Background: an optimization exercise with open tools, aiming at small area. Do not read the settings as production practice.
The RTL was checked by simulation tests, not by an equivalence proof against the original design.
No run shown here takes its clock network from TritonCTS; it comes from the design's own scripts or RTL.
The flow treats the clock pin as an ideal source. Dropping or thinning the clock tree relies on that and would not hold on a real chip.
Power is estimated from default activity; no workload was simulated.

==> flow/constraint.sdc <==
create_clock -name core_clock -period 5.0 [get_ports {clk}]
set_input_delay 1.0000 -clock core_clock [delete_from_list [all_inputs] [get_ports {clk}]]
set_output_delay 1.0000 -clock core_clock [all_outputs]
set_load 0.01 [all_outputs]
==> flow/standard.sh <==
#!/bin/bash
# synth_recipe.tcl (not shown) runs the flow's synth.tcl, then flattens the netlist and writes it again
# the make line also repeats each setting of config.mk as NAME=value (left out here)
make -C /OpenROAD-flow-scripts/flow DESIGN_CONFIG=/design/flow/config.mk WORK_HOME=/design/flow/orfs CLKGATE_MAP_FILE= SYNTH_SCRIPT=/design/flow/synth_recipe.tcl "${@:-finish}"
==> flow/design.v <==
module vgx_rxcheck (
    input             clk,
    input             rst,           
    input             rx_valid,      
    input      [2:0]  rx_kind,       
    input      [7:0]  rx_data,       
    output reg        v_valid,       
    output     [2:0]  v_code,        
    output     [7:0]  v_type,
    output            v_src,
    output            v_pos,
    output     [7:0]  v_prod,
    output     [7:0]  v_dst,
    output     [4:0]  v_ring,
    output     [9:0]  v_slot,
    output     [15:0] v_epoch,
    output     [31:0] v_seq,
    output     [15:0] v_len,
    output            v_loop,
    output     [6:0]  v_hops,
    output     [31:0] v_crc          
);
    localparam [2:0] V_GOOD = 3'd0, V_RBERR = 3'd1, V_TYPE = 3'd2, V_CRC = 3'd3, V_EFRAME = 3'd4;
    reg        in_frame;
    reg        v_ef;             
    reg [2:0]  s;                
    reg [15:0] c;                
    reg [31:0] crc;              
    reg        rberr;            
    reg        hbad;             
    reg        crcbad;           
    reg [2:0]  h_type;
    reg [1:0]  h_b1;
    reg [7:0]  h_prod;
    reg [6:0]  h_dst;
    reg [7:0]  h_b4;
    reg [4:0]  h_ring;
    reg [1:0]  h_slot_hi;
    reg [15:0] h_epoch;
    reg [31:0] h_seq;
    reg [15:0] h_len;
    reg [7:0]  h_b14;
    function [31:0] crc_tab(input [7:0] d);
        integer i;
        reg [31:0] x;
        begin
            x = {24'd0, d};
            for (i = 0; i < 8; i = i + 1)
                x = x[0] ? ((x >> 1) ^ 32'hEDB8_8320) : (x >> 1);
            crc_tab = x;
        end
    endfunction
    wire is_data  = rx_valid && rx_kind == 3'd0;
    wire is_start = rx_valid && rx_kind == 3'd1;
    wire is_end   = rx_valid && rx_kind != 3'd0;
    wire hdr  = s == 3'd0;
    wire pay  = s == 3'd1;
    wire eq   = c == h_len;
    wire fcsb = (pay && eq) || s == 3'd2 || s == 3'd3 || s == 3'd4;
    wire s_inc = (hdr && c[3:0] == 4'd15) || (pay && eq) || (s >= 3'd2 && s <= 3'd5);
    wire [7:0]  x   = crc[7:0] ^ rx_data;
    wire [31:0] tg  = crc_tab(fcsb ? 8'd0 : x);
    wire [31:0] crc_next = {fcsb ? rx_data : tg[31:24], crc[31:8] ^ tg[23:0]};
    wire [7:0] d = rx_data;
    wire bad0 = d[7:3] != 5'd0 || d[2:0] == 3'd0;
    wire bad1 = d[7:2] != 6'd0;
    wire bad3 = d[7] || (d[6] && (d[5:2] != 4'd0 || d[1:0] == 2'd3));
    wire bad5 = d[2];
    wire [3:0]  c_lo_inc = c[3:0] + 4'd1;
    wire        c_cy     = c[3:0] == 4'd15 && !hdr;
    wire [11:0] c_hi_inc = c[15:4] + {11'd0, c_cy};
    always @(posedge clk) begin
        if (rst) begin
            in_frame <= 1'b0;
            v_valid  <= 1'b0;
        end else begin
            v_valid  <= in_frame && is_end;
            if (is_start)
                in_frame <= 1'b1;
            else if (is_end)
                in_frame <= 1'b0;
        end
        v_ef <= rx_kind != 3'd2;
        if (is_start) begin
            s   <= 3'd0;
            c   <= 16'd0;
            crc <= 32'hFFFF_FFFF;
        end else if (is_data) begin
            if (s_inc)
                s <= s + 3'd1;
            c <= {c_hi_inc, c_lo_inc};
            if (!(hdr && c[3:1] == 3'b111))
                crc <= crc_next;
            if (fcsb)
                crcbad <= (crcbad && !pay) || x != 8'hFF;
            if (hdr)
                case (c[3:0])
                    4'd0:  begin h_type <= d[2:0]; hbad <= bad0; end
                    4'd1:  begin h_b1 <= d[1:0]; hbad <= hbad || bad1; end
                    4'd2:  h_prod <= d;
                    4'd3:  begin h_dst <= d[6:0]; hbad <= hbad || bad3; end
                    4'd4:  h_b4 <= d;
                    4'd5:  begin h_ring <= d[7:3]; h_slot_hi <= d[1:0]; hbad <= hbad || bad5; end
                    4'd6:  h_epoch[7:0]  <= d;
                    4'd7:  h_epoch[15:8] <= d;
                    4'd8:  h_seq[7:0]    <= d;
                    4'd9:  h_seq[15:8]   <= d;
                    4'd10: h_seq[23:16]  <= d;
                    4'd11: h_seq[31:24]  <= d;
                    4'd12: h_len[7:0]    <= d;
                    4'd13: h_len[15:8]   <= d;
                    4'd14: h_b14 <= d;
                    default: rberr <= d != ~h_b14;
                endcase
        end
    end
    wire [9:0] h_slot = {h_slot_hi, h_b4};
    reg len_ok;
    always @(*) begin
        case (h_type)
            3'd1, 3'd2: len_ok = h_len != 16'd0 && (h_len[15:9] == 7'd0 || h_len == 16'd512);
            3'd3:       len_ok = h_len[15:3] != 13'd0 && (h_len[15:9] == 7'd0 || h_len == 16'd512);
            3'd4:       len_ok = h_len == 16'd32;
            3'd5, 3'd7: len_ok = h_len == 16'd16;
            3'd6:       len_ok = h_len[15:3] != 13'd0 && (!h_len[15] || h_len[14:0] == 15'd0);
            default:    len_ok = 1'b0;
        endcase
    end
    wire end_bad = !len_ok
                || (h_b1[1] && h_b1[0])
                || (!h_b1[1] && h_prod != 8'd0)
                || (h_type != 3'd1 && h_type != 3'd2 && h_slot != 10'd0);
    assign v_code = v_ef                          ? V_EFRAME :
                    hdr                           ? V_TYPE :
                    rberr                         ? V_RBERR :
                    (hbad || end_bad || s != 3'd5) ? V_TYPE :
                    crcbad                        ? V_CRC : V_GOOD;
    assign v_type  = {5'd0, h_type};
    assign v_src   = h_b1[1];
    assign v_pos   = h_b1[0];
    assign v_prod  = h_prod;
    assign v_dst   = {1'b0, h_dst};
    assign v_ring  = h_ring;
    assign v_slot  = h_slot;
    assign v_epoch = h_epoch;
    assign v_seq   = h_seq;
    assign v_len   = h_len;
    assign v_loop  = h_b14[7];
    assign v_hops  = h_b14[6:0];
    assign v_crc   = crc;
endmodule
==> flow/flow/run.sh <==
#!/bin/bash
# The standard layout (standard.sh) with these changes:
#  - synthesis maps the logic with an area-oriented ABC script (flow/area.abc)
#    instead of ORFS's speed script; everything else in the synthesis,
#    including the flip-flop mapping, is the standard flow's own synth_recipe.tcl;
#  - every port gets a buffer as usual, but of the smallest buffer cell;
#  - the clock tree is built by flow/manual_cts.tcl: the clock port drives
#    one root buffer, which drives a few large leaf buffers, each at the
#    centre of an equal share of the flip-flops.
# Each tool's output goes to the ORFS logs under orfs/logs; make's to standard.log.
set -euo pipefail
here=$(pwd)
{
  cat <<TCL
# Area-oriented mapping: swap the script of ORFS's combinational ABC call.
proc abc {args} {
  set i [lsearch -exact \$args -script]
  if {\$i >= 0 && [string match *abc_speed.script [lindex \$args [expr {\$i+1}]]]} {
    lset args [expr {\$i+1}] $here/flow/area.abc
  }
  yosys abc {*}\$args
}
TCL
  cat synth_recipe.tcl
} > my_synth.tcl
sed "s#SYNTH_SCRIPT=[^ ]*#SYNTH_SCRIPT=$here/my_synth.tcl#" standard.sh > my_standard.sh
export BUFFER_PORTS_ARGS="-buffer_cell sky130_fd_sc_hd__buf_1"
export PRE_CTS_TCL=$here/flow/manual_cts.tcl
export MCTS_NLEAF=${MCTS_NLEAF:-6}
export MCTS_LEAF=sky130_fd_sc_hd__clkbuf_16
export MCTS_ROOT=sky130_fd_sc_hd__clkbuf_4
bash my_standard.sh > standard.log 2>&1
==> flow/flow/area.abc <==
&get -n
&st
&dch -f
&nf -a -p -R 1000
&put
==> flow/config.mk <==
export PLATFORM = sky130hd
export DESIGN_NAME = vgx_rxcheck
export DESIGN_NICKNAME = vgx_rxcheck
export VERILOG_FILES = /design/flow/design.v
export SDC_FILE = /design/flow/constraint.sdc
export NUM_CORES = 4
export LEC_CHECK = 0
export CAP_MARGIN = 20
export CORE_MARGIN = 2
export CORE_UTILIZATION = 60
export SLEW_MARGIN = 20
==> flow/flow/manual_cts.tcl <==
proc mcts_split {items n} {
  # items: list of {x y iterm}; returns n groups of about equal size
  if {$n <= 1} { return [list $items] }
  set xs [lmap it $items {lindex $it 0}]
  set ys [lmap it $items {lindex $it 1}]
  set dx [expr {[tcl::mathfunc::max {*}$xs] - [tcl::mathfunc::min {*}$xs]}]
  set dy [expr {[tcl::mathfunc::max {*}$ys] - [tcl::mathfunc::min {*}$ys]}]
  set k [expr {$dx >= $dy ? 0 : 1}]
  set sorted [lsort -integer -index $k $items]
  set n1 [expr {$n / 2}]
  set cut [expr {int(round(double([llength $items]) * $n1 / $n))}]
  return [concat [mcts_split [lrange $sorted 0 [expr {$cut-1}]] $n1] \
                 [mcts_split [lrange $sorted $cut end] [expr {$n - $n1}]]]
}

proc manual_clock_tree {nleaf leafcell {rootcell {}}} {
  set db [ord::get_db]
  set block [ord::get_db_block]
  set clknet [[$block findBTerm clk] getNet]
  $clknet setSigType CLOCK
  set items {}
  foreach it [$clknet getITerms] {
    set inst [$it getInst]
    set bb [$inst getBBox]
    lappend items [list [expr {([$bb xMin]+[$bb xMax])/2}] [expr {([$bb yMin]+[$bb yMax])/2}] $it]
  }
  set master [$db findMaster $leafcell]
  set drv $clknet
  if {$rootcell ne {}} {
    set rm [$db findMaster $rootcell]
    set sx 0; set sy 0
    foreach g $items { incr sx [lindex $g 0]; incr sy [lindex $g 1] }
    set root [odb::dbInst_create $block $rm "clkbuf_root"]
    set drv [odb::dbNet_create $block "clknet_root"]
    $drv setSigType CLOCK
    [$root findITerm A] connect $clknet
    [$root findITerm X] connect $drv
    $root setLocation [expr {$sx / [llength $items] - [$rm getWidth]/2}] [expr {$sy / [llength $items]}]
    $root setPlacementStatus PLACED
  }
  set i 0
  foreach grp [mcts_split $items $nleaf] {
    set sx 0; set sy 0
    foreach g $grp { incr sx [lindex $g 0]; incr sy [lindex $g 1] }
    set cx [expr {$sx / [llength $grp]}]; set cy [expr {$sy / [llength $grp]}]
    set buf [odb::dbInst_create $block $master "clkbuf_leaf_$i"]
    set net [odb::dbNet_create $block "clknet_leaf_$i"]
    $net setSigType CLOCK
    foreach g $grp { set it [lindex $g 2]; $it disconnect; $it connect $net }
    [$buf findITerm A] connect $drv
    [$buf findITerm X] connect $net
    $buf setLocation [expr {$cx - [$master getWidth]/2}] $cy
    $buf setPlacementStatus PLACED
    puts "manual_clock_tree: $leafcell clkbuf_leaf_$i drives [llength $grp] flip-flops at ($cx, $cy)"
    incr i
  }
  set_propagated_clock [all_clocks]
}

# ORFS's cts.tcl calls clock_tree_synthesis; build the tree above instead.
proc clock_tree_synthesis {args} {
  manual_clock_tree $::env(MCTS_NLEAF) $::env(MCTS_LEAF) $::env(MCTS_ROOT)
}
==> results_tabular.tex, run 1 <==
\begin{tabular}{lr}
\hline
Metric & Value \\
\hline
\multicolumn{2}{l}{\textbf{Status}} \\
\quad Result of the run & no timing/DRC/antenna violations \\
\multicolumn{2}{l}{\textbf{Setup path}} \\
\quad Slowest cell on the critical path & or4\_1 \\
\quad CP Class & reg -> out \\
\quad Capturing element type of the critical path & output port \\
\quad Cell mode on critical path & nor3\_1 \\
\quad Crit path arrival time & 3.43 ns \\
\quad Max Fanout on Critical Path & 5 \\
\quad Critical Path, Cell by Cell & or4\_1 -> nor2\_1 -> nand4\_1 -> a2111oi\_0 -> a31oi\_1 -> o31a\_1 -> nor3\_1 -> a21oi\_1 -> nor3\_1 -> buf\_1 \\
\quad Family with the most delay on the worst path & simple AND/OR/NAND/NOR gates \\
\quad CP Launch Type & flop \\
\quad CP bufs+invs & 1 \\
\quad Worst stage delay on the critical path & 0.60 ns \\
\quad Worst path required time & 4.00 ns \\
\multicolumn{2}{l}{\textbf{Die}} \\
\quad Die Span Y & 111.0 µm \\
\quad Number of core rows & 39 \\
\quad Top-level I/O count & 163 \\
\quad Die outline area & 12320 µm² \\
\quad Area of the core region & 11270 µm² \\
\quad Horizontal die dimension & 111.0 µm \\
\quad Initial cell density of the core & 60.94\% \\
\multicolumn{2}{l}{\textbf{Drt}} \\
\quad Residual DRC count & 0 \\
\quad Detailed-route wire length & 15980 µm \\
\quad Iter 0 DRT Violations & 361 \\
\quad First drt pass iteration count & 5 \\
\quad Avg WL per Cell & 18.22 µm \\
\quad Vias & 5033 \\
\quad Avg Vias per Cell & 5.739 \\
\quad Antenna viol nets, final & 0 \\
\multicolumn{2}{l}{\textbf{Power and ir drop}} \\
\quad Comb power frac & 51.0\% \\
\quad Switching fraction of total power & 39.85\% \\
\quad Internal Dissipation & 2.904 mW \\
\quad Design Power & 4.827 mW \\
\quad Net load switching power & 1.924 mW \\
\quad Largest voltage drop on the vdd net & 0.7761 mV \\
\quad Clk pwr share & 12.3\% \\
\quad Sequential fraction of design power & 36.7\% \\
\quad Leakage power & 2.562 nW \\
\quad Ratio of total power to cell area & 614.9 nW/µm² \\
\multicolumn{2}{l}{\textbf{STA}} \\
\quad Worst Max-Slew Pin Slew & 0.7596 ns \\
\quad Clock tree skew after final layout & 0.01625 ns \\
\quad Slew Limit Headroom & 49.17\% \\
\quad Setup TNS & 0 ns \\
\quad Final period utilization & 88.62\% \\
\quad Maximum clock frequency & 225.7 MHz \\
\quad Final Hold Viols & 0 \\
\quad Final count of pins violating max slew & 0 \\
\quad Setup Viol. Count Final & 0 \\
\quad Final period demand of the worst path & 4.431 ns \\
\quad Setup repair after global routing missed its margin & false \\
\multicolumn{2}{l}{\textbf{Finish}} \\
\quad Fraction of final layout cells with drive strength greater than 1 & 2.592\% \\
\quad Final Net Count & 760 \\
\quad Filler Cell Count & 896 \\
\quad Most common library cell in the layout ignoring fill and taps & buf\_1 \\
\quad Most frequent cells in the layout & 156 x buf\_1, 110 x edfxtp\_1, 60 x a21oi\_1 \\
\quad Relative area change from synthesis to final layout & 14.28\% \\
\multicolumn{2}{l}{\textbf{Clock tree}} \\
\quad Quantity of gates resized following cts & 0 \\
\quad CTS clock-pin slew for the worst setup and hold paths & 0.11 ns \\
\quad Count of buffers added by post-CTS timing repair for setup & 0 \\
\quad Number of buffers added to fix hold violations after cts & 0 \\
\quad Source-to-sink clock delay at the later pin of the worst-skew pair & 0.52 ns \\
\multicolumn{2}{l}{\textbf{Synth}} \\
\quad Area of the mapped netlist & 6869 µm² \\
\quad Main synth FF type & edfxtp\_1 \\
\quad Flip-flop and latch count after synthesis & 164 \\
\quad Sequential share of the synthesized area & 63.83\% \\
\quad Proportion of synthesized flip-flops having asynchronous set or reset & 0\% \\
\quad YS warnings & 1 \\
\quad Largest cells by area after synthesis & edfxtp\_1 48\%, dfxtp\_1 16\%, xnor2\_1 5.7\% \\
\quad Synth top area share & 48.09\% \\
\quad Number of synthesized flops with an enable pin & 110 \\
\quad Gate count of the mapped netlist & 560 \\
\quad Post-synthesis cell type with the largest combined area & edfxtp\_1 \\
\quad Synth unique cells & 40 \\
\quad Syn\_area\_per\_cell & 12.27 µm² \\
\multicolumn{2}{l}{\textbf{Global route}} \\
\quad GRT Resource Usage Total & 24.83\% \\
\quad Pin count of the biggest net entering global routing & 65 \\
\quad Vias in the first global route & 4784 \\
\quad Number of antenna violations at the first check in global routing & 0 \\
\quad Global-route wire length before repair & 24980 µm \\
\quad Leftover overflow at the end of global routing & 0 \\
\multicolumn{2}{l}{\textbf{Placement}} \\
\quad GP Congestion & 0.9022 \\
\quad Quantity of I/O buffers inserted on ports & 156 \\
\quad Sum of net half-perimeters after detailed placement & 11170 µm \\
\multicolumn{2}{l}{\textbf{Run}} \\
\quad Number of max-capacitance violations reported & 0 \\
\multicolumn{2}{l}{\textbf{Worst hold path}} \\
\quad Type of the tightest min-delay check & reg -> reg \\
\hline
\end{tabular}
==> final cells by class <==
class	instances	area, µm²	area share (%)
Sequential cell	164	4384	55.85
Multi-Input combinational cell	380	2399	30.55
Timing Repair Buffer	168	675.6	8.607
Tap cell	143	178.9	2.279
Buffer	7	157.7	2.008
Inverter	14	52.55	0.6694
Antenna cell	1	2.502	0.03188
==> path summary, 6_finish.rpt <==
kind,slack [ns],start,end,cells past startpoint
setup / recovery,0.57,h_len[13],v_code[0],10
hold / removal,0.48,in_frame,v_valid,1
setup reg to reg,1.11,c[3],crc[23],13
hold reg to reg,0.48,in_frame,v_valid,1
==> logic make-up after synthesis <==
| kind of cell | synth area share, % |
|---|---|
| DFF | 63.83 |
| and+or+nand+nor | 10.18 |
| AOI/OAI and AO/OA | 11.06 |
| xor gates and xnor gates | 11.35 |
| buffers and inverters | 1.530 |
| adders and majority gates | 2.004 |
| other | 0.05459 |
==> power by group through the flow <==
stage | sequential (mW) | clock, mW | combinational, mW
final | 1.77 | 0.595 | 2.46
after global routing | 1.79 | 0.650 | 2.72
after CTS | 1.77 | 0.609 | 2.46
after detailed placement | 1.80 | 0 | 2.44
after global placement | 1.79 | 0 | 2.43
after floorplan | 1.83 | 0 | 1.86
==> state kept, by name, indices dropped and copies added (netlist names), 8 cells and up <==
signal,cells
crc,32
h_epoch,16
c,16
h_b4,8
h_prod,8
h_seq,32
h_b14,8
h_len,16
==> synth_stat cells (all sizes together) (9+ instances only) <==
cell type  number
xor2           44
nand2          28
clkinv         14
nand4          12
xnor2          45
ha             11
edfxtp        110
dfxtp          54
nor2           43
nand2b          9
a21oi          60
o21ai          39
nor4           14
==> through the flow <==
| step | cell area, µm² | cells | util, % | hold WS (ns) | setup WS [ns] |
|---|---|---|---|---|---|
| 2_1_floorplan | 6888 | 565 | - | 0.4484 | 1.557 |
| 3_3_place_gp | 7690 | 869 | 68.22 | 0.4595 | 1.296 |
| 3_5_place_dp | 7690 | 869 | 68.22 | 0.4741 | 1.118 |
| 4_1_cts | 7848 | 876 | 69.62 | 0.4862 | 0.5127 |
| 5_1_grt | 7848 | 876 | 69.62 | 0.4944 | 0.1607 |
| 6_report | 7850 | 877 | 69.64 | 0.4830 | 0.5692 |
==> per-layer routing <==
| layer | part of all wire (%) | vias to the layer above | GRT usage (%) |
|---|---|---|---|
| met5 | 0 | - | 0 |
| met4 | 2.0 | 0 | 4.750 |
| met3 | 6.8 | 22 | 4.811 |
| met2 | 49 | 186 | 42.17 |
| met1 | 42 | 2433 | 33.91 |
| li1 | - | 2392 | - |
==> worst reg2reg max path, cell delays in order, from the launching register on <==
cell and delay (ns):
dfxtp_1 0.58, o22ai_1 0.15, a221oi_1 0.24, o211ai_1 0.13
nor3_1 0.20, nand4_1 0.20, and2_0 0.36, nand2b_1 0.30
xor2_1 0.40, xor2_1 0.39, xor2_1 0.29, xor2_1 0.28
xnor2_1 0.15, o21ai_0 0.09
==> run 2: changes to the inputs <==
--- a/flow/config.mk
+++ b/flow/config.mk
@@ -8,4 +8,6 @@
 export CAP_MARGIN = 20
 export CORE_MARGIN = 2
-export CORE_UTILIZATION = 60
+export CORE_UTILIZATION = 70
+export GPL_TIMING_DRIVEN = 0
+export PLACE_DENSITY = 0.75
 export SLEW_MARGIN = 20
==> run 2 against run 1 <==
Compared with the run above: routed wire length up 1.5%; die area is 14% lower; first-iteration DRC count down 4.4%; combinational power about the same; synthesized area unchanged; still clean.
==> results_tabular.tex, run 2 <==
\begin{tabular}{lr}
\hline
Metric & Value \\
\hline
\multicolumn{2}{l}{\textbf{Status}} \\
\quad Result of the run & no timing/DRC/antenna violations \\
\multicolumn{2}{l}{\textbf{Setup path}} \\
\quad Max Fanout on Critical Path & 4 \\
\quad Worst path required time & 4.00 ns \\
\quad Capturing element type of the critical path & output port \\
\quad Slowest cell on the critical path & or4\_1 \\
\quad R2R setup slack & 0.86 ns \\
\quad Worst stage delay on the critical path & 0.64 ns \\
\quad Critical Path, Cell by Cell & or4\_1 -> nor2\_1 -> nand4\_1 -> a2111oi\_0 -> a31oi\_1 -> o31a\_1 -> nor3\_1 -> a21oi\_1 -> nor3\_1 -> buf\_1 \\
\quad Logic depth of the worst register-to-register path & 11 \\
\quad CP Launch Type & flop \\
\quad CP Class & reg -> out \\
\quad Crit path arrival time & 3.64 ns \\
\quad Cell mode on critical path & nor3\_1 \\
\multicolumn{2}{l}{\textbf{STA}} \\
\quad Final Hold Viols & 0 \\
\quad Final count of pins violating max slew & 0 \\
\quad Setup Viol. Count Final & 0 \\
\quad Final period demand of the worst path & 4.642 ns \\
\quad Setup TNS & 0 ns \\
\quad Clock tree skew after final layout & 0.01240 ns \\
\quad Slew Limit Headroom & 24.19\% \\
\quad Maximum clock frequency & 215.4 MHz \\
\quad Final period utilization & 92.85\% \\
\quad Worst Max-Slew Pin Slew & 1.137 ns \\
\quad Setup repair after global routing missed its margin & false \\
\multicolumn{2}{l}{\textbf{Finish}} \\
\quad Cell Count, Final, Fillers Out & 863 \\
\quad Filler Cell Count & 586 \\
\quad Fraction of final layout cells with drive strength greater than 1 & 2.603\% \\
\quad Most frequent cells in the layout & 156 x buf\_1, 110 x edfxtp\_1, 60 x a21oi\_1 \\
\quad Multi-input logic area & 2410 µm² \\
\quad Most common library cell in the layout ignoring fill and taps & buf\_1 \\
\quad Largest registers & crc x32, h\_seq x32 \\
\quad Sequential cell area & 4384 µm² \\
\quad Antenna diode instance count & 0 \\
\quad Relative area change from synthesis to final layout & 14.26\% \\
\quad Final Net Count & 757 \\
\multicolumn{2}{l}{\textbf{Clock tree}} \\
\quad Source-to-sink clock delay at the later pin of the worst-skew pair & 0.53 ns \\
\quad Quantity of gates resized following cts & 0 \\
\quad Number of buffers added to fix hold violations after cts & 0 \\
\quad Count of buffers added by post-CTS timing repair for setup & 0 \\
\quad CTS clock-pin slew for the worst setup and hold paths & 0.11 ns \\
\multicolumn{2}{l}{\textbf{Drt}} \\
\quad First drt pass iteration count & 4 \\
\quad Detailed-route wire length & 16220 µm \\
\quad Avg Vias per Cell & 5.919 \\
\quad Antenna viol nets, final & 0 \\
\quad Avg WL per Cell & 18.79 µm \\
\quad Iter 0 DRT Violations & 345 \\
\quad Residual DRC count & 0 \\
\quad Vias & 5108 \\
\multicolumn{2}{l}{\textbf{Power and ir drop}} \\
\quad Ratio of total power to cell area & 617.3 nW/µm² \\
\quad Leakage power & 2.561 nW \\
\quad Largest voltage drop on the vdd net & 1.045 mV \\
\multicolumn{2}{l}{\textbf{Die}} \\
\quad Die Span Y & 103.1 µm \\
\quad Top-level I/O count & 163 \\
\quad Horizontal die dimension & 103.1 µm \\
\quad Area of the core region & 9639 µm² \\
\quad Die outline area & 10620 µm² \\
\quad Number of core rows & 36 \\
\quad Initial cell density of the core & 71.26\% \\
\multicolumn{2}{l}{\textbf{Synth}} \\
\quad List of most frequent post-synthesis cells & 110 x edfxtp\_1, 60 x a21oi\_1, 54 x dfxtp\_1 \\
\quad Synth top area share & 48.09\% \\
\quad Area of the mapped netlist & 6869 µm² \\
\quad Post-synthesis cell type with the largest combined area & edfxtp\_1 \\
\quad YS warnings & 1 \\
\quad Number of synthesized flops with an enable pin & 110 \\
\quad Sequential share of the synthesized area & 63.83\% \\
\quad Main synth FF type & edfxtp\_1 \\
\quad Flip-flop and latch count after synthesis & 164 \\
\quad Most common cell in the synthesized netlist & edfxtp\_1 \\
\quad Gate count of the mapped netlist & 560 \\
\quad Largest cells by area after synthesis & edfxtp\_1 48\%, dfxtp\_1 16\%, xnor2\_1 5.7\% \\
\quad Proportion of synthesized flip-flops having asynchronous set or reset & 0\% \\
\quad Syn\_area\_per\_cell & 12.27 µm² \\
\quad Synth unique cells & 40 \\
\multicolumn{2}{l}{\textbf{Run}} \\
\quad Number of max-capacitance violations reported & 0 \\
\multicolumn{2}{l}{\textbf{Global route}} \\
\quad Leftover overflow at the end of global routing & 0 \\
\quad Global-route wire length before repair & 24210 µm \\
\quad Number of antenna violations at the first check in global routing & 0 \\
\quad Vias in the first global route & 4693 \\
\quad GRT Resource Usage Total & 29.74\% \\
\quad Pin count of the biggest net entering global routing & 54 \\
\multicolumn{2}{l}{\textbf{Placement}} \\
\quad Sum of net half-perimeters after detailed placement & 11310 µm \\
\quad Quantity of I/O buffers inserted on ports & 156 \\
\quad GP Congestion & 0.9348 \\
\quad Instance count after placement with tap cells included & 856 \\
\multicolumn{2}{l}{\textbf{Worst hold path}} \\
\quad Worst hold stages & 1 \\
\quad Type of the tightest min-delay check & reg -> reg \\
\hline
\end{tabular}
-- run 2: cell count changes in the layout (fill, tap and decap cells not counted), sizes merged --
cell and change:
diode -1, buf -3
-- run 2: layout make-up --
type                    instances  area share (%)
flip-flops and latches        164           55.86
repair buffers                158           7.971
well taps                     133           2.120
inverters                      14          0.6695
plain buffers                  14           2.678
multi-input cells             380           30.70
-- run 2: power breakdown --
| group | switching [mW] | total (mW) | internal [mW] |
|---|---|---|---|
| combinational | 1.41 | 2.47 | 1.06 |
| sequential | 0.170 | 1.77 | 1.60 |
| clock | 0.374 | 0.596 | 0.223 |
| total | 1.96 | 4.84 | 2.89 |
-- run 2: cell families (layout without fill, tap and decap cells) --
kind of cell	Yosys count	after routing	share of synthesized area (%)
DFF	164	164	63.83
xor gates and xnor gates	89	89	11.35
other	1	6	0.05459
buffers and inverters	21	186	1.530
and+or+nand+nor	141	141	10.18
AOI/OAI and AO/OA	133	133	11.06
adders and majority gates	11	11	2.004
-- run 2: critical path: cells and delay by family (launching register included) --
kind,cells,cell delay [ns]
buffers and inverters,1,0.18
AO/OA/AOI/OAI,4,0.99
AND/OR/NAND/NOR,5,1.47
flip-flops,1,0.48
-- run 2: stage by stage --
step                area (µm²)  hold WS [ns]  utilization [%]  setup slack, ns  power, mW
floorplan                 6888        0.4484                -            1.557      3.692
global placement          7640        0.4591            79.26           0.7944      4.132
detailed placement        7691        0.4760            79.79           0.9446      4.220
CTS                       7849        0.4949            81.43           0.4166      4.820
global route              7849        0.5029            81.43           0.1609      5.152
finish                    7849        0.4895            81.43           0.3577      4.845
-- run 2: path summary, 6_finish.rpt --
kind / to / from
worst max-delay path: v_code[0] / h_len[12]
worst min-delay path: v_valid / in_frame
worst max register to register: crc[25] / s[0]
worst min register to register: v_valid / in_frame
-- run 2: per-layer routing --
metal	routed length, µm	up-vias	GRT usage (%)
met2	8235	255	53.50
met3	1372	24	5.559
li1	-	2390	-
met4	329	0	5.972
met5	0	-	0
met1	6280	2439	38.04
==> run 3: changes to the inputs <==
--- a/flow/flow/run.sh
+++ b/flow/flow/run.sh
@@ -28,5 +28,5 @@
 export PRE_CTS_TCL=$here/flow/manual_cts.tcl
 export MCTS_NLEAF=${MCTS_NLEAF:-6}
-export MCTS_LEAF=sky130_fd_sc_hd__clkbuf_16
-export MCTS_ROOT=sky130_fd_sc_hd__clkbuf_4
+export MCTS_LEAF=sky130_fd_sc_hd__buf_12
+export MCTS_ROOT=sky130_fd_sc_hd__clkbuf_2
 bash my_standard.sh > standard.log 2>&1
--- a/flow/config.mk
+++ b/flow/config.mk
@@ -6,8 +6,7 @@
 export NUM_CORES = 4
 export LEC_CHECK = 0
-export CAP_MARGIN = 20
+export CAP_MARGIN = 0
 export CORE_MARGIN = 2
 export CORE_UTILIZATION = 70
-export GPL_TIMING_DRIVEN = 0
 export PLACE_DENSITY = 0.75
-export SLEW_MARGIN = 20
+export SLEW_MARGIN = 0
==> run 3 against run 2 <==
Compared with the run above: largest power group unchanged; highest routed layer unchanged; die area unchanged; utilization shrank 0.48 points; register-to-register slack gained 0.18 ns; still clean.
==> results_tabular.tex, run 3 <==
\begin{tabular}{lr}
\hline
Metric & Value \\
\hline
\multicolumn{2}{l}{\textbf{Die}} \\
\quad Horizontal die dimension & 103.1 µm \\
\quad Number of core rows & 36 \\
\quad Top-level I/O count & 163 \\
\quad Die outline area & 10620 µm² \\
\quad Initial cell density of the core & 71.26\% \\
\quad Die Span Y & 103.1 µm \\
\quad Area of the core region & 9639 µm² \\
\multicolumn{2}{l}{\textbf{Power and ir drop}} \\
\quad Comb power frac & 52.2\% \\
\quad Sequential fraction of design power & 36.3\% \\
\quad Leakage power & 2.544 nW \\
\quad Internal Dissipation & 2.871 mW \\
\quad Largest voltage drop on the vdd net & 1.104 mV \\
\quad Switching fraction of total power & 41.41\% \\
\quad Clk pwr share & 11.5\% \\
\quad Ratio of total power to cell area & 627.9 nW/µm² \\
\quad Net load switching power & 2.029 mW \\
\quad Design Power & 4.899 mW \\
\multicolumn{2}{l}{\textbf{STA}} \\
\quad Setup WS post-layout & 0.3085 ns \\
\quad Final period utilization & 93.83\% \\
\quad Smallest hold slack & 0.4911 ns \\
\quad Worst Max-Slew Pin Slew & 0.7695 ns \\
\quad Setup repair after global routing missed its margin & false \\
\quad Final period demand of the worst path & 4.692 ns \\
\quad Slew Limit Headroom & 48.51\% \\
\quad Final Hold Viols & 0 \\
\quad Final count of pins violating max slew & 0 \\
\quad Setup Viol. Count Final & 0 \\
\quad Setup TNS & 0 ns \\
\quad Maximum clock frequency & 213.2 MHz \\
\quad Clock tree skew after final layout & 0.01637 ns \\
\multicolumn{2}{l}{\textbf{Placement}} \\
\quad GP Congestion & 0.9443 \\
\quad Quantity of I/O buffers inserted on ports & 156 \\
\quad Post-DP Area & 7677 µm² \\
\quad Placement-stage worst setup slack & 1.134 ns \\
\quad Sum of net half-perimeters after detailed placement & 11730 µm \\
\quad Instance count after placement with tap cells included & 859 \\
\multicolumn{2}{l}{\textbf{Setup path}} \\
\quad CP Class & reg -> out \\
\quad CP Launch Type & flop \\
\quad Crit path arrival time & 3.69 ns \\
\quad Max Fanout on Critical Path & 4 \\
\quad Worst path required time & 4.00 ns \\
\quad Capturing element type of the critical path & output port \\
\multicolumn{2}{l}{\textbf{Clock tree}} \\
\quad Count of buffers added by post-CTS timing repair for setup & 0 \\
\quad Source-to-sink clock delay at the later pin of the worst-skew pair & 0.64 ns \\
\quad CTS clock-pin slew for the worst setup and hold paths & 0.11 ns \\
\quad Number of buffers added to fix hold violations after cts & 0 \\
\quad Quantity of gates resized following cts & 0 \\
\multicolumn{2}{l}{\textbf{Synth}} \\
\quad Compound-Gate Fraction of Synth Area & 11.06\% \\
\quad Sequential share of the synthesized area & 63.83\% \\
\quad Post-synthesis cell type with the largest combined area & edfxtp\_1 \\
\quad Simple-gate share of the synthesized area & 10.18\% \\
\quad Mux cell area share after synthesis & 0\% \\
\quad Main combinational cell family by area after synthesis & XOR/XNOR gates \\
\quad YS warnings & 1 \\
\quad Adder and majority gate portion of the synthesized area & 2.004\% \\
\quad Synth top area share & 48.09\% \\
\quad List of most frequent post-synthesis cells & 110 x edfxtp\_1, 60 x a21oi\_1, 54 x dfxtp\_1 \\
\quad Gate count of the mapped netlist & 560 \\
\quad Proportion of synthesized flip-flops having asynchronous set or reset & 0\% \\
\quad Syn\_area\_per\_cell & 12.27 µm² \\
\quad Main synth FF type & edfxtp\_1 \\
\quad Area of the mapped netlist & 6869 µm² \\
\quad Synth unique cells & 40 \\
\quad Flip-flop and latch count after synthesis & 164 \\
\quad Most common cell in the synthesized netlist & edfxtp\_1 \\
\quad Xor-xnor portion of the synthesized cell area & 11.35\% \\
\quad Number of synthesized flops with an enable pin & 110 \\
\quad Largest cells by area after synthesis & edfxtp\_1 48\%, dfxtp\_1 16\%, xnor2\_1 5.7\% \\
\multicolumn{2}{l}{\textbf{Finish}} \\
\quad Design Area, Final & 7802 µm² \\
\quad Most frequent cells in the layout & 156 x buf\_1, 110 x edfxtp\_1, 60 x a21oi\_1 \\
\quad Largest registers & crc x32, h\_seq x32 \\
\quad Final Net Count & 760 \\
\quad Antenna diode instance count & 0 \\
\quad Relative area change from synthesis to final layout & 13.59\% \\
\quad Cell Count, Final, Fillers Out & 866 \\
\quad Sequential cell area & 4384 µm² \\
\quad Most common library cell in the layout ignoring fill and taps & buf\_1 \\
\quad Filler Cell Count & 606 \\
\quad Multi-input logic area & 2399 µm² \\
\quad Fraction of final layout cells with drive strength greater than 1 & 2.592\% \\
\quad Core Util, Final & 80.95\% \\
\multicolumn{2}{l}{\textbf{Global route}} \\
\quad GRT Resource Usage Total & 30.56\% \\
\quad Number of antenna violations at the first check in global routing & 0 \\
\quad Pin count of the biggest net entering global routing & 65 \\
\quad Global-route wire length before repair & 24870 µm \\
\quad Vias in the first global route & 4756 \\
\quad Leftover overflow at the end of global routing & 0 \\
\multicolumn{2}{l}{\textbf{Status}} \\
\quad Result of the run & no timing/DRC/antenna violations \\
\multicolumn{2}{l}{\textbf{Drt}} \\
\quad First drt pass iteration count & 5 \\
\quad Detailed-route wire length & 16650 µm \\
\quad Residual DRC count & 0 \\
\quad Antenna viol nets, final & 0 \\
\quad Avg WL per Cell & 19.22 µm \\
\quad Iter 0 DRT Violations & 357 \\
\quad Avg Vias per Cell & 6.016 \\
\quad Vias & 5210 \\
\multicolumn{2}{l}{\textbf{Run}} \\
\quad Number of max-capacitance violations reported & 0 \\
\multicolumn{2}{l}{\textbf{Worst hold path}} \\
\quad Type of the tightest min-delay check & reg -> reg \\
\hline
\end{tabular}
run 3: cell types whose count changed in the layout (fill, tap and decap cells not counted):
| cell | before | now |
|---|---|---|
| buf_4 | 7 | 12 |
| and3_2 | 1 | 0 |
| xor2_2 | 1 | 0 |
| clkbuf_2 | 0 | 1 |
| nand2_1 | 27 | 28 |
| and3_1 | 3 | 4 |
| clkbuf_16 | 6 | 0 |
| xor2_1 | 43 | 44 |
| nand2_2 | 1 | 0 |
| buf_12 | 2 | 6 |
| clkbuf_4 | 1 | 0 |
run 3: per-layer routing:
metal  share of wire [%]  global-route usage (%)  vias up
met5                   0                       0        -
met4                 1.8                   5.263        0
met3                 9.0                   5.559       37
met2                  51                   53.60      265
met1                  39                   40.83     2515
li1                    -                       -     2393
run 3: path summary, 6_finish.rpt:
kind         startpoint        end  slack [ns]  cells past startpoint
max           h_len[12]  v_code[0]        0.31                     10
min            in_frame    v_valid        0.49                      1
max reg2reg        c[3]    crc[23]        1.04                     13
min reg2reg    in_frame    v_valid        0.49                      1
run 3: cell families after synthesis:
group                    Yosys count
flip-flops                       164
AND/OR/NAND/NOR                  141
AO/OA/AOI/OAI                    133
XOR/XNOR                          89
buffers and inverters             21
adder cells (fa/ha/maj)           11
other                              1
run 3: worst max-delay path, cell delays in order, from the launching register on:
cell and delay, ns:
edfxtp_1 0.46, or4_1 0.62, nor2_1 0.15, nand4_1 0.12, a2111oi_0 0.47, a31oi_1 0.08
o31a_1 0.29, nor3_1 0.40, a21oi_1 0.13, nor3_1 0.15, buf_1 0.17
run 3: cell type report:
class | count | area share, %
Sequential cell | 164 | 56.19
Multi-Input combinational cell | 380 | 30.74
Timing Repair Buffer | 168 | 8.659
Tap cell | 133 | 2.133
Buffer | 7 | 1.604
Inverter | 14 | 0.6735
run 3: power by group through the flow:
stage	sequential [mW]	clock, mW	combinational [mW]
after floorplan	1.83	0	1.86
after CTS	1.77	0.567	2.51
after detailed placement	1.81	0	2.47
after global placement	1.79	0	2.38
after global routing	1.80	0.608	2.78
final	1.78	0.563	2.56
==> run 4: changes to the inputs <==
--- a/flow/config.mk
+++ b/flow/config.mk
@@ -9,4 +9,5 @@
 export CORE_MARGIN = 2
 export CORE_UTILIZATION = 70
+export GPL_TIMING_DRIVEN = 0
 export PLACE_DENSITY = 0.75
 export SLEW_MARGIN = 0
==> run 4 against run 3 <==
Compared with the run above: still clean on timing, DRC and antenna; synthesized cell count stayed put; critical path depth stayed put; via count is 1.8% lower; cell count is 0.58% lower; largest cell class unchanged; highest routed layer unchanged.
==> results_tabular.tex, run 4 <==
\begin{tabular}{lr}
\hline
Metric & Value \\
\hline
\multicolumn{2}{l}{\textbf{Status}} \\
\quad Result of the run & no timing/DRC/antenna violations \\
\multicolumn{2}{l}{\textbf{STA}} \\
\quad Final count of pins violating max slew & 0 \\
\quad Final Hold Viols & 0 \\
\quad Setup WS post-layout & 0.2736 ns \\
\quad Final period demand of the worst path & 4.726 ns \\
\quad Clock tree skew after final layout & 0.01417 ns \\
\quad Setup Viol. Count Final & 0 \\
\quad Maximum clock frequency & 211.6 MHz \\
\quad Worst Max-Slew Pin Slew & 1.222 ns \\
\quad Setup repair after global routing missed its margin & false \\
\quad Final period utilization & 94.53\% \\
\quad Slew Limit Headroom & 18.25\% \\
\quad Setup TNS & 0 ns \\
\multicolumn{2}{l}{\textbf{Setup path}} \\
\quad Logic depth of the worst register-to-register path & 11 \\
\quad Max Fanout on Critical Path & 4 \\
\quad RR Endpoint & crc[23] \\
\quad Crit path arrival time & 3.73 ns \\
\quad CP Launch Type & flop \\
\quad Capturing element type of the critical path & output port \\
\quad R2R setup slack & 0.76 ns \\
\quad CP Class & reg -> out \\
\quad Startpoint of the most critical register-to-register path & s[0] \\
\quad Worst path required time & 4.00 ns \\
\multicolumn{2}{l}{\textbf{Synth}} \\
\quad Proportion of synthesized flip-flops having asynchronous set or reset & 0\% \\
\quad Post-synthesis cell type with the largest combined area & edfxtp\_1 \\
\quad Area of the mapped netlist & 6869 µm² \\
\quad Number of synthesized flops with an enable pin & 110 \\
\quad Most common cell in the synthesized netlist & edfxtp\_1 \\
\quad Synth unique cells & 40 \\
\quad Gate count of the mapped netlist & 560 \\
\quad Largest cells by area after synthesis & edfxtp\_1 48\%, dfxtp\_1 16\%, xnor2\_1 5.7\% \\
\quad Synth top area share & 48.09\% \\
\quad Sequential share of the synthesized area & 63.83\% \\
\quad Main synth FF type & edfxtp\_1 \\
\quad List of most frequent post-synthesis cells & 110 x edfxtp\_1, 60 x a21oi\_1, 54 x dfxtp\_1 \\
\quad YS warnings & 1 \\
\quad Syn\_area\_per\_cell & 12.27 µm² \\
\quad Flip-flop and latch count after synthesis & 164 \\
\multicolumn{2}{l}{\textbf{Worst hold path}} \\
\quad Worst hold stages & 1 \\
\quad Worst hold endpoint & v\_valid \\
\quad Type of the tightest min-delay check & reg -> reg \\
\quad Worst hold path startpoint & in\_frame \\
\multicolumn{2}{l}{\textbf{Global route}} \\
\quad Vias in the first global route & 4706 \\
\quad GRT Resource Usage Total & 29.44\% \\
\quad Global-route wire length before repair & 24140 µm \\
\quad Number of antenna violations at the first check in global routing & 0 \\
\quad Pin count of the biggest net entering global routing & 65 \\
\quad Leftover overflow at the end of global routing & 0 \\
\multicolumn{2}{l}{\textbf{Die}} \\
\quad Area of the core region & 9639 µm² \\
\quad Die outline area & 10620 µm² \\
\quad Horizontal die dimension & 103.1 µm \\
\quad Die Span Y & 103.1 µm \\
\quad Initial cell density of the core & 71.26\% \\
\quad Top-level I/O count & 163 \\
\quad Number of core rows & 36 \\
\multicolumn{2}{l}{\textbf{Placement}} \\
\quad GP Congestion & 0.9348 \\
\quad Quantity of I/O buffers inserted on ports & 156 \\
\quad Sum of net half-perimeters after detailed placement & 11200 µm \\
\quad Instance count after placement with tap cells included & 854 \\
\quad Post-DP Area & 7644 µm² \\
\quad Placement-stage worst setup slack & 0.7389 ns \\
\multicolumn{2}{l}{\textbf{Finish}} \\
\quad Relative area change from synthesis to final layout & 13.10\% \\
\quad Most common library cell in the layout ignoring fill and taps & buf\_1 \\
\quad Cell Count, Final, Fillers Out & 861 \\
\quad Final Net Count & 755 \\
\quad Largest registers & crc x32, h\_seq x32 \\
\quad Fraction of final layout cells with drive strength greater than 1 & 2.198\% \\
\quad Filler Cell Count & 621 \\
\quad Antenna diode instance count & 0 \\
\quad Most frequent cells in the layout & 156 x buf\_1, 110 x edfxtp\_1, 60 x a21oi\_1 \\
\quad Design Area, Final & 7769 µm² \\
\multicolumn{2}{l}{\textbf{Clock tree}} \\
\quad CTS clock-pin slew for the worst setup and hold paths & 0.12 ns \\
\quad Number of buffers added to fix hold violations after cts & 0 \\
\quad Count of buffers added by post-CTS timing repair for setup & 0 \\
\quad Source-to-sink clock delay at the later pin of the worst-skew pair & 0.65 ns \\
\quad Quantity of gates resized following cts & 0 \\
\multicolumn{2}{l}{\textbf{Power and ir drop}} \\
\quad Ratio of total power to cell area & 616.7 nW/µm² \\
\quad Leakage power & 2.523 nW \\
\quad Largest voltage drop on the vdd net & 0.8797 mV \\
\quad Design Power & 4.791 mW \\
\multicolumn{2}{l}{\textbf{Drt}} \\
\quad Detailed-route wire length & 16080 µm \\
\quad First drt pass iteration count & 5 \\
\quad Avg Vias per Cell & 5.943 \\
\quad Antenna viol nets, final & 0 \\
\quad Residual DRC count & 0 \\
\quad Avg WL per Cell & 18.67 µm \\
\quad Vias & 5117 \\
\quad Iter 0 DRT Violations & 333 \\
\multicolumn{2}{l}{\textbf{Run}} \\
\quad Number of max-capacitance violations reported & 0 \\
\hline
\end{tabular}
run 4: cell counts after synthesis:
No cell type changed its count.
run 4: metrics by stage:
| step | hold slack [ns] | util [%] |
|---|---|---|
| 3_5_place_dp | 0.4726 | 79.30 |
| 5_1_grt | 0.5006 | 80.59 |
| 2_1_floorplan | 0.4484 | - |
| 4_1_cts | 0.4892 | 80.59 |
| 6_report | 0.4877 | 80.59 |
| 3_3_place_gp | 0.4591 | 79.26 |
run 4: logic make-up (layout without fill, tap and decap cells):
group / Yosys count / in the layout / share of synthesized area, %
flip-flops: 164 / 164 / 63.83
AND/OR/NAND/NOR: 141 / 141 / 10.18
AO/OA/AOI/OAI: 133 / 133 / 11.06
XOR/XNOR: 89 / 89 / 11.35
buffers and inverters: 21 / 184 / 1.530
adder cells (fa/ha/maj): 11 / 11 / 2.004
other: 1 / 6 / 0.05459
run 4: worst max-delay path by stage:
stage	startpoint	to	slack, ns	cells after the start
final	h_len[12]	v_code[0]	0.27	10
after CTS	h_len[12]	v_code[0]	0.27	10
after global placement	rx_data[1]	crc[23]	0.79	8
after floorplan	h_len[12]	v_code[0]	1.56	9
after detailed placement	rx_data[1]	crc[20]	0.74	8
after global routing	h_len[12]	v_code[0]	0.12	10
run 4: per-layer routing:
metal | GRT usage, % | vias up | routed length, µm
met1 | 39.17 | 2459 | 6083
met4 | 4.960 | 0 | 267
met2 | 52.00 | 244 | 8306
met3 | 5.220 | 24 | 1419
li1 | - | 2390 | -
met5 | 0 | - | 0
run 4: area by class of cell:
cell class / instances / area, µm² / share of cell area (%)
sequential: 164 / 4384 / 56.43
multi-input combinational: 380 / 2402 / 30.92
tap: 133 / 166.4 / 2.142
timing repair buffer: 156 / 585.6 / 7.537
buffer: 14 / 177.7 / 2.287
inverter: 14 / 52.55 / 0.6764
run 4: power by group:
| part | switching [mW] | internal (mW) | total (mW) | leakage, nW |
|---|---|---|---|---|
| Sequential | 0.172 | 1.60 | 1.78 | 1.44 |
| Combinational | 1.39 | 1.06 | 2.44 | 1.03 |
| Clock | 0.380 | 0.190 | 0.570 | 0.0605 |
| Total | 1.94 | 2.85 | 4.79 | 2.52 |
run 4: worst max-delay path: stages (launching register included):
cell and delay, ns:
edfxtp_1 0.48, or4_1 0.65, nor2_1 0.14, nand4_1 0.10
a2111oi_0 0.41, a31oi_1 0.10, o31a_1 0.30, nor3_1 0.43
a21oi_1 0.14, nor3_1 0.14, buf_1 0.18
==> run 5: changes to the inputs <==
--- a/flow/flow/run.sh
+++ b/flow/flow/run.sh
@@ -25,4 +25,5 @@
 } > my_synth.tcl
 sed "s#SYNTH_SCRIPT=[^ ]*#SYNTH_SCRIPT=$here/my_synth.tcl#" standard.sh > my_standard.sh
+export REMOVE_ABC_BUFFERS=1
 export BUFFER_PORTS_ARGS="-buffer_cell sky130_fd_sc_hd__buf_1"
 export PRE_CTS_TCL=$here/flow/manual_cts.tcl
==> run 5 against run 4 <==
Compared with the run above: clock skew rose by 0.0027 ns; synthesized area did not move; clock power fell by 1%; largest cell class unchanged; cell count fell by 0.81%; critical path type unchanged; setup slack improved by 0.15 ns.
==> results_tabular.tex, run 5 <==
\begin{tabular}{lr}
\hline
Metric & Value \\
\hline
\multicolumn{2}{l}{\textbf{Global route}} \\
\quad Global routing's busiest layer & met2 \\
\quad Pin count of the biggest net entering global routing & 65 \\
\quad Number of antenna violations at the first check in global routing & 0 \\
\quad GR Layer Usage met1 & 38.20\% \\
\quad Leftover overflow at the end of global routing & 0 \\
\quad Vias in the first global route & 4560 \\
\quad Global routing met3 resource utilization & 4.949\% \\
\quad Global-route wire length before repair & 23030 µm \\
\quad GRT Resource Usage Total & 28.15\% \\
\quad Fraction of met2 tracks used by global routing & 49.25\% \\
\multicolumn{2}{l}{\textbf{Finish}} \\
\quad Relative area change from synthesis to final layout & 12.33\% \\
\quad Sequential cell area & 4384 µm² \\
\quad Cell Count, Final, Fillers Out & 854 \\
\quad Fraction of final layout cells with drive strength greater than 1 & 1.248\% \\
\quad Most common library cell in the layout ignoring fill and taps & buf\_1 \\
\quad Multi-input logic area & 2402 µm² \\
\quad Filler Cell Count & 635 \\
\quad Largest registers & crc x32, h\_seq x32 \\
\quad Most frequent cells in the layout & 156 x buf\_1, 110 x edfxtp\_1, 60 x a21oi\_1 \\
\quad Antenna diode instance count & 0 \\
\quad Core Util, Final & 80.05\% \\
\quad Final Net Count & 748 \\
\multicolumn{2}{l}{\textbf{Status}} \\
\quad Result of the run & no timing/DRC/antenna violations \\
\multicolumn{2}{l}{\textbf{Drt}} \\
\quad Detailed-route wire length & 15520 µm \\
\quad Antenna viol nets, final & 0 \\
\quad Residual DRC count & 0 \\
\quad Avg Vias per Cell & 5.961 \\
\quad First drt pass iteration count & 5 \\
\quad Iter 0 DRT Violations & 345 \\
\quad Vias & 5091 \\
\quad Avg WL per Cell & 18.17 µm \\
\multicolumn{2}{l}{\textbf{STA}} \\
\quad Setup Viol. Count Final & 0 \\
\quad Final count of pins violating max slew & 0 \\
\quad Clock tree skew after final layout & 0.01689 ns \\
\quad Setup repair after global routing missed its margin & false \\
\quad Setup WS post-layout & 0.4259 ns \\
\quad Final period utilization & 91.48\% \\
\quad Slew Limit Headroom & 16.27\% \\
\quad Maximum clock frequency & 218.6 MHz \\
\quad Final Hold Viols & 0 \\
\quad Setup TNS & 0 ns \\
\quad Worst Max-Slew Pin Slew & 1.252 ns \\
\quad Final period demand of the worst path & 4.574 ns \\
\multicolumn{2}{l}{\textbf{Clock tree}} \\
\quad Count of buffers added by post-CTS timing repair for setup & 0 \\
\quad CTS clock-pin slew for the worst setup and hold paths & 0.12 ns \\
\quad Quantity of gates resized following cts & 0 \\
\quad Source-to-sink clock delay at the later pin of the worst-skew pair & 0.63 ns \\
\quad Number of buffers added to fix hold violations after cts & 0 \\
\multicolumn{2}{l}{\textbf{Setup path}} \\
\quad Max Fanout on Critical Path & 4 \\
\quad CP Launch Type & flop \\
\quad Capturing element type of the critical path & output port \\
\quad CP Class & reg -> out \\
\quad Slowest cell on the critical path & or4\_1 \\
\quad Cell mode on critical path & nor3\_1 \\
\quad Critical Path, Cell by Cell & or4\_1 -> nor2\_1 -> nand4\_1 -> a2111oi\_0 -> a31oi\_1 -> o31a\_1 -> nor3\_1 -> a21oi\_1 -> nor3\_1 -> buf\_1 \\
\quad Worst path required time & 4.00 ns \\
\quad Worst stage delay on the critical path & 0.62 ns \\
\quad Crit path arrival time & 3.57 ns \\
\multicolumn{2}{l}{\textbf{Synth}} \\
\quad Synth top area share & 48.09\% \\
\quad Post-synthesis cell type with the largest combined area & edfxtp\_1 \\
\quad Flip-flop and latch count after synthesis & 164 \\
\quad Main synth FF type & edfxtp\_1 \\
\quad Proportion of synthesized flip-flops having asynchronous set or reset & 0\% \\
\quad YS warnings & 1 \\
\quad Synth unique cells & 40 \\
\quad Number of synthesized flops with an enable pin & 110 \\
\quad Sequential share of the synthesized area & 63.83\% \\
\quad Syn\_area\_per\_cell & 12.27 µm² \\
\quad Gate count of the mapped netlist & 560 \\
\quad Largest cells by area after synthesis & edfxtp\_1 48\%, dfxtp\_1 16\%, xnor2\_1 5.7\% \\
\quad Most common cell in the synthesized netlist & edfxtp\_1 \\
\quad List of most frequent post-synthesis cells & 110 x edfxtp\_1, 60 x a21oi\_1, 54 x dfxtp\_1 \\
\quad Area of the mapped netlist & 6869 µm² \\
\multicolumn{2}{l}{\textbf{Placement}} \\
\quad GP Congestion & 0.9019 \\
\quad Instance count after placement with tap cells included & 847 \\
\quad Placement-stage worst setup slack & 0.6991 ns \\
\quad Sum of net half-perimeters after detailed placement & 10740 µm \\
\quad Quantity of I/O buffers inserted on ports & 156 \\
\multicolumn{2}{l}{\textbf{Worst hold path}} \\
\quad Type of the tightest min-delay check & reg -> reg \\
\multicolumn{2}{l}{\textbf{Power and ir drop}} \\
\quad Largest voltage drop on the vdd net & 0.8360 mV \\
\quad Ratio of total power to cell area & 621.5 nW/µm² \\
\quad Leakage power & 2.485 nW \\
\multicolumn{2}{l}{\textbf{Die}} \\
\quad Initial cell density of the core & 71.26\% \\
\quad Horizontal die dimension & 103.1 µm \\
\quad Die outline area & 10620 µm² \\
\quad Die Span Y & 103.1 µm \\
\quad Number of core rows & 36 \\
\quad Area of the core region & 9639 µm² \\
\quad Top-level I/O count & 163 \\
\multicolumn{2}{l}{\textbf{Run}} \\
\quad Number of max-capacitance violations reported & 0 \\
\hline
\end{tabular}
-- run 5: changes by cell type in the layout (fill, tap and decap cells not counted), sizes merged --
cell  before  now
buf      169  162
-- run 5: metal layers --
| layer | wire, µm | part of all wire, % | up-vias |
|---|---|---|---|
| met2 | 7791 | 50 | 253 |
| met4 | 201 | 1.3 | 0 |
| met1 | 5993 | 39 | 2431 |
| li1 | - | - | 2390 |
| met3 | 1531 | 9.9 | 17 |
| met5 | 0 | 0 | - |
-- run 5: report_power, final --
| part | switching [mW] | total [mW] | internal [mW] |
|---|---|---|---|
| Sequential | 0.171 | 1.78 | 1.60 |
| Clock | 0.373 | 0.563 | 0.190 |
| Combinational | 1.40 | 2.46 | 1.05 |
| Total | 1.95 | 4.80 | 2.85 |
-- run 5: kinds of logic after synthesis --
| family | Yosys count | share of synthesized area [%] |
|---|---|---|
| DFF | 164 | 63.83 |
| and+or+nand+nor | 141 | 10.18 |
| AOI/OAI and AO/OA | 133 | 11.06 |
| xor gates and xnor gates | 89 | 11.35 |
| buffers and inverters | 21 | 1.530 |
| adders and majority gates | 11 | 2.004 |
| other | 1 | 0.05459 |
-- run 5: worst paths after layout --
path,from,end,slack [ns],depth (start not counted)
setup / recovery,h_len[12],v_code[0],0.43,10
hold / removal,in_frame,v_valid,0.47,1
setup reg to reg,c[3],crc[23],0.57,12
hold reg to reg,in_frame,v_valid,0.47,1
-- run 5: critical path: cells and delay by family (launching register included) --
kind	cells	cell delay (ns)
AND/OR/NAND/NOR	5	1.32
flip-flops	1	0.46
AO/OA/AOI/OAI	4	0.97
buffers and inverters	1	0.19
-- run 5: metrics by stage --
step	cell area, µm²	power, mW	hold slack, ns
after floorplan	6835	3.689	0.4484
after CTS	7716	4.761	0.4760
after global placement	7587	4.122	0.4588
after global routing	7716	5.099	0.4880
final	7716	4.796	0.4743
after detailed placement	7591	4.199	0.4669
-- run 5: layout make-up --
class                           count  area share [%]
Sequential cell                   164           56.82
Inverter                           14          0.6810
Multi-Input combinational cell    380           31.13
Timing Repair Buffer              156           7.589
Buffer                              7           1.622
Tap cell                          133           2.157
==> run 6: changes to the inputs <==
==> flow/flow/area.abc (replaced) <==
&get -n
&st
&dc2
&put
&get -n
&st
&dch -f
&nf -a -p -R 1000
&put
mfs3 -ae
&get -n
&st
&dch -f
&nf -a -p -R 1000
&put
mfs3 -ae
&get -n
&st
&dch -f
&nf -a -p -R 1000
&put
mfs3 -ae
==> run 6 against run 5 <==
Compared with the run above: critical path type unchanged; first-iteration DRC count up 11%; via count down 0.86%; worst hold slack gained 0.026 ns; synthesized cell count decreased by 2.0%; clock skew up 0.0017 ns; largest power group unchanged; setup slack worse by 0.11 ns; flip-flop and latch count unchanged; sequential share of layout area rose by 0.32 points; still clean; register-to-register slack about the same; highest routed layer is now met5.
==> results_tabular.tex, run 6 <==
\begin{tabular}{lr}
\hline
Metric & Value \\
\hline
\multicolumn{2}{l}{\textbf{Finish}} \\
\quad Filler Cell Count & 562 \\
\quad Largest registers & crc x32, h\_seq x32 \\
\quad Design Area, Final & 7672 µm² \\
\quad Final Net Count & 744 \\
\quad Multi-input logic area & 2273 µm² \\
\quad Most common library cell in the layout ignoring fill and taps & buf\_1 \\
\quad Cell Count, Final, Fillers Out & 846 \\
\quad Antenna diode instance count & 0 \\
\quad Most frequent cells in the layout & 156 x buf\_1, 110 x edfxtp\_1, 63 x a21oi\_1 \\
\quad Sequential cell area & 4384 µm² \\
\quad Fraction of final layout cells with drive strength greater than 1 & 2.232\% \\
\quad Relative area change from synthesis to final layout & 13.72\% \\
\multicolumn{2}{l}{\textbf{STA}} \\
\quad Smallest hold slack & 0.5002 ns \\
\quad Worst Max-Slew Pin Slew & 1.202 ns \\
\quad Final period demand of the worst path & 4.682 ns \\
\quad Final count of pins violating max slew & 0 \\
\quad Final Hold Viols & 0 \\
\quad Setup Viol. Count Final & 0 \\
\quad Maximum clock frequency & 213.6 MHz \\
\quad Setup repair after global routing missed its margin & false \\
\quad Clock tree skew after final layout & 0.01859 ns \\
\quad Setup TNS & 0 ns \\
\quad Slew Limit Headroom & 19.86\% \\
\quad Final period utilization & 93.64\% \\
\multicolumn{2}{l}{\textbf{Setup path}} \\
\quad Slowest cell on the critical path & or4\_1 \\
\quad Critical Path Stages & 11 \\
\quad Family with the most delay on the worst path & simple AND/OR/NAND/NOR gates \\
\quad Critical Path, Cell by Cell & or4\_1 -> or3\_1 -> a21oi\_1 -> nand3\_1 -> a21oi\_1 -> a31oi\_1 -> o32a\_1 -> nor3\_1 -> a21oi\_1 -> nor3\_1 -> buf\_1 \\
\quad Startpoint of the most critical register-to-register path & c[3] \\
\quad CP Launch Type & flop \\
\quad Worst stage delay on the critical path & 0.62 ns \\
\quad Crit path launch & h\_len[4] \\
\quad Capturing element type of the critical path & output port \\
\quad Crit path arrival time & 3.68 ns \\
\quad CP Class & reg -> out \\
\quad CP bufs+invs & 1 \\
\quad Max Fanout on Critical Path & 4 \\
\quad Logic depth of the worst register-to-register path & 12 \\
\quad Worst path required time & 4.00 ns \\
\quad Cell mode on critical path & a21oi\_1 \\
\multicolumn{2}{l}{\textbf{Drt}} \\
\quad Vias & 5047 \\
\quad Avg Vias per Cell & 5.966 \\
\quad Iter 0 DRT Violations & 383 \\
\quad Residual DRC count & 0 \\
\quad Detailed-route wire length & 15180 µm \\
\quad First drt pass iteration count & 6 \\
\quad Antenna viol nets, final & 0 \\
\quad Avg WL per Cell & 17.94 µm \\
\multicolumn{2}{l}{\textbf{Power and ir drop}} \\
\quad Ratio of total power to cell area & 559.4 nW/µm² \\
\quad Design Power & 4.292 mW \\
\quad Comb power frac & 46.1\% \\
\quad Largest voltage drop on the vdd net & 0.7667 mV \\
\quad Leakage power & 2.484 nW \\
\quad Internal Dissipation & 2.633 mW \\
\quad Clk pwr share & 13.0\% \\
\quad Switching fraction of total power & 38.65\% \\
\quad Sequential fraction of design power & 41.0\% \\
\quad Net load switching power & 1.659 mW \\
\multicolumn{2}{l}{\textbf{Clock tree}} \\
\quad Source-to-sink clock delay at the later pin of the worst-skew pair & 0.63 ns \\
\quad CTS clock-pin slew for the worst setup and hold paths & 0.10 ns \\
\quad Number of buffers added to fix hold violations after cts & 0 \\
\quad Quantity of gates resized following cts & 0 \\
\quad Count of buffers added by post-CTS timing repair for setup & 0 \\
\multicolumn{2}{l}{\textbf{Die}} \\
\quad Initial cell density of the core & 72.67\% \\
\quad Area of the core region & 9284 µm² \\
\quad Horizontal die dimension & 102.2 µm \\
\quad Die outline area & 10440 µm² \\
\quad Top-level I/O count & 163 \\
\quad Number of core rows & 35 \\
\quad Die Span Y & 102.2 µm \\
\multicolumn{2}{l}{\textbf{Placement}} \\
\quad Instance count after placement with tap cells included & 839 \\
\quad GP Congestion & 0.9422 \\
\quad Sum of net half-perimeters after detailed placement & 10710 µm \\
\quad Post-DP Area & 7547 µm² \\
\quad Quantity of I/O buffers inserted on ports & 156 \\
\multicolumn{2}{l}{\textbf{Status}} \\
\quad Result of the run & no timing/DRC/antenna violations \\
\multicolumn{2}{l}{\textbf{Global route}} \\
\quad Number of antenna violations at the first check in global routing & 1 \\
\quad GRT Resource Usage Total & 28.61\% \\
\quad Global-route wire length before repair & 23470 µm \\
\quad Pin count of the biggest net entering global routing & 29 \\
\quad Vias in the first global route & 4566 \\
\quad Leftover overflow at the end of global routing & 0 \\
\multicolumn{2}{l}{\textbf{Synth}} \\
\quad Most common cell in the synthesized netlist & edfxtp\_1 \\
\quad List of most frequent post-synthesis cells & 110 x edfxtp\_1, 63 x a21oi\_1, 54 x dfxtp\_1 \\
\quad Sequential share of the synthesized area & 64.99\% \\
\quad Area of the mapped netlist & 6746 µm² \\
\quad Syn\_area\_per\_cell & 12.29 µm² \\
\quad Proportion of synthesized flip-flops having asynchronous set or reset & 0\% \\
\quad Largest cells by area after synthesis & edfxtp\_1 49\%, dfxtp\_1 16\%, xnor2\_1 6.8\% \\
\quad Synth top area share & 48.96\% \\
\quad YS warnings & 1 \\
\quad Flip-flop and latch count after synthesis & 164 \\
\quad Main synth FF type & edfxtp\_1 \\
\quad Number of synthesized flops with an enable pin & 110 \\
\quad Synth unique cells & 40 \\
\quad Post-synthesis cell type with the largest combined area & edfxtp\_1 \\
\quad Gate count of the mapped netlist & 549 \\
\multicolumn{2}{l}{\textbf{Worst hold path}} \\
\quad Worst hold path startpoint & in\_frame \\
\quad Worst hold stages & 1 \\
\quad Type of the tightest min-delay check & reg -> reg \\
\multicolumn{2}{l}{\textbf{Run}} \\
\quad Number of max-capacitance violations reported & 0 \\
\hline
\end{tabular}
-- run 6: kinds of logic after synthesis --
family                     synth area share, %
DFF                                      64.99
and+or+nand+nor                          9.533
AOI/OAI and AO/OA                        11.41
xor gates and xnor gates                 9.607
buffers and inverters                    1.780
adders and majority gates                2.040
muxes                                   0.5935
other                                  0.05558
-- run 6: per-stage QoR --
step	utilization [%]	worst slack (ns)
2_1_floorplan	-	-0.6814
3_3_place_gp	80.35	-2.572
3_5_place_dp	81.29	0.6633
4_1_cts	82.64	0.3105
5_1_grt	82.64	0.08498
6_report	82.64	0.3178
-- run 6: final cells by class --
cell class                 instances  share of cell area [%]
inverter                          18                  0.8806
timing repair buffer             163                   8.611
sequential                       164                   57.14
multi-input combinational        365                   29.63
buffer                             7                   1.631
tap                              129                   2.104
-- run 6: power groups by stage --
stage	Sequential (mW)	Combinational (mW)	Clock, mW
3_3_place_gp	1.78	1.88	0
2_1_floorplan	1.82	1.45	0
6_report	1.76	1.98	0.557
4_1_cts	1.75	1.96	0.560
3_5_place_dp	1.79	1.95	0
5_1_grt	1.78	2.16	0.596
-- run 6: worst reg2reg max path: stages (launching register included) --
cell,delay [ns]
dfxtp_1,0.54
clkinv_1,0.27
a2111oi_0,0.45
nand3_1,0.13
nor4_1,0.29
nand3_1,0.19
nand3_1,0.51
nor2_1,0.26
a22oi_1,0.72
xor2_1,0.27
xnor2_1,0.43
xnor2_1,0.16
o21ai_0,0.08
-- run 6: per-layer routing --
layer | track usage, % | vias up | part of all wire (%)
met5 | 0 | - | 0.086
met4 | 7.590 | 2 | 2.3
met3 | 3.215 | 41 | 8.2
met2 | 48.23 | 281 | 49
met1 | 40.26 | 2372 | 40
li1 | - | 2351 | -
-- run 6: path summary, 6_finish.rpt --
check	end	slack, ns
worst max-delay path	v_code[0]	0.32
worst min-delay path	v_valid	0.50
worst max register to register	crc[19]	0.57
worst min register to register	v_valid	0.50

==> afterwards: timing with drivers on the ports <==
No port has a modelled driver above. Below, the same layouts with a new extraction and two added sets of constraints. Step 1: set_driving_cell puts a clkbuf_16 on clk and a buf_2 on each other input, an assumption about the parent block. Step 2 times the ports against the registers' clock, not the clock port: input delays grow and output delays shrink by t, the midpoint of the rising clock arrivals with the driver on. Slacks: no drivers / after step 1 / after step 2; pairs: no drivers / after step 1.
| run | t, ns | setup WS [ns] | clock arrival spread, ns |
|---|---|---|---|
| run 1 | 0.545 | 0.569 / 0.536 / 1.081 | 0.016 / 0.016 |
| run 2 | 0.553 | 0.358 / 0.324 / 0.862 | 0.012 / 0.012 |
| run 3 | 0.665 | 0.308 / 0.276 / 0.941 | 0.016 / 0.017 |
| run 4 | 0.675 | 0.274 / 0.241 / 0.706 | 0.016 / 0.016 |
| run 5 | 0.657 | 0.426 / 0.393 / 0.575 | 0.019 / 0.019 |
| run 6 | 0.652 | 0.318 / 0.287 / 0.571 | 0.019 / 0.018 |
After both steps setup and hold are still met in every run listed.
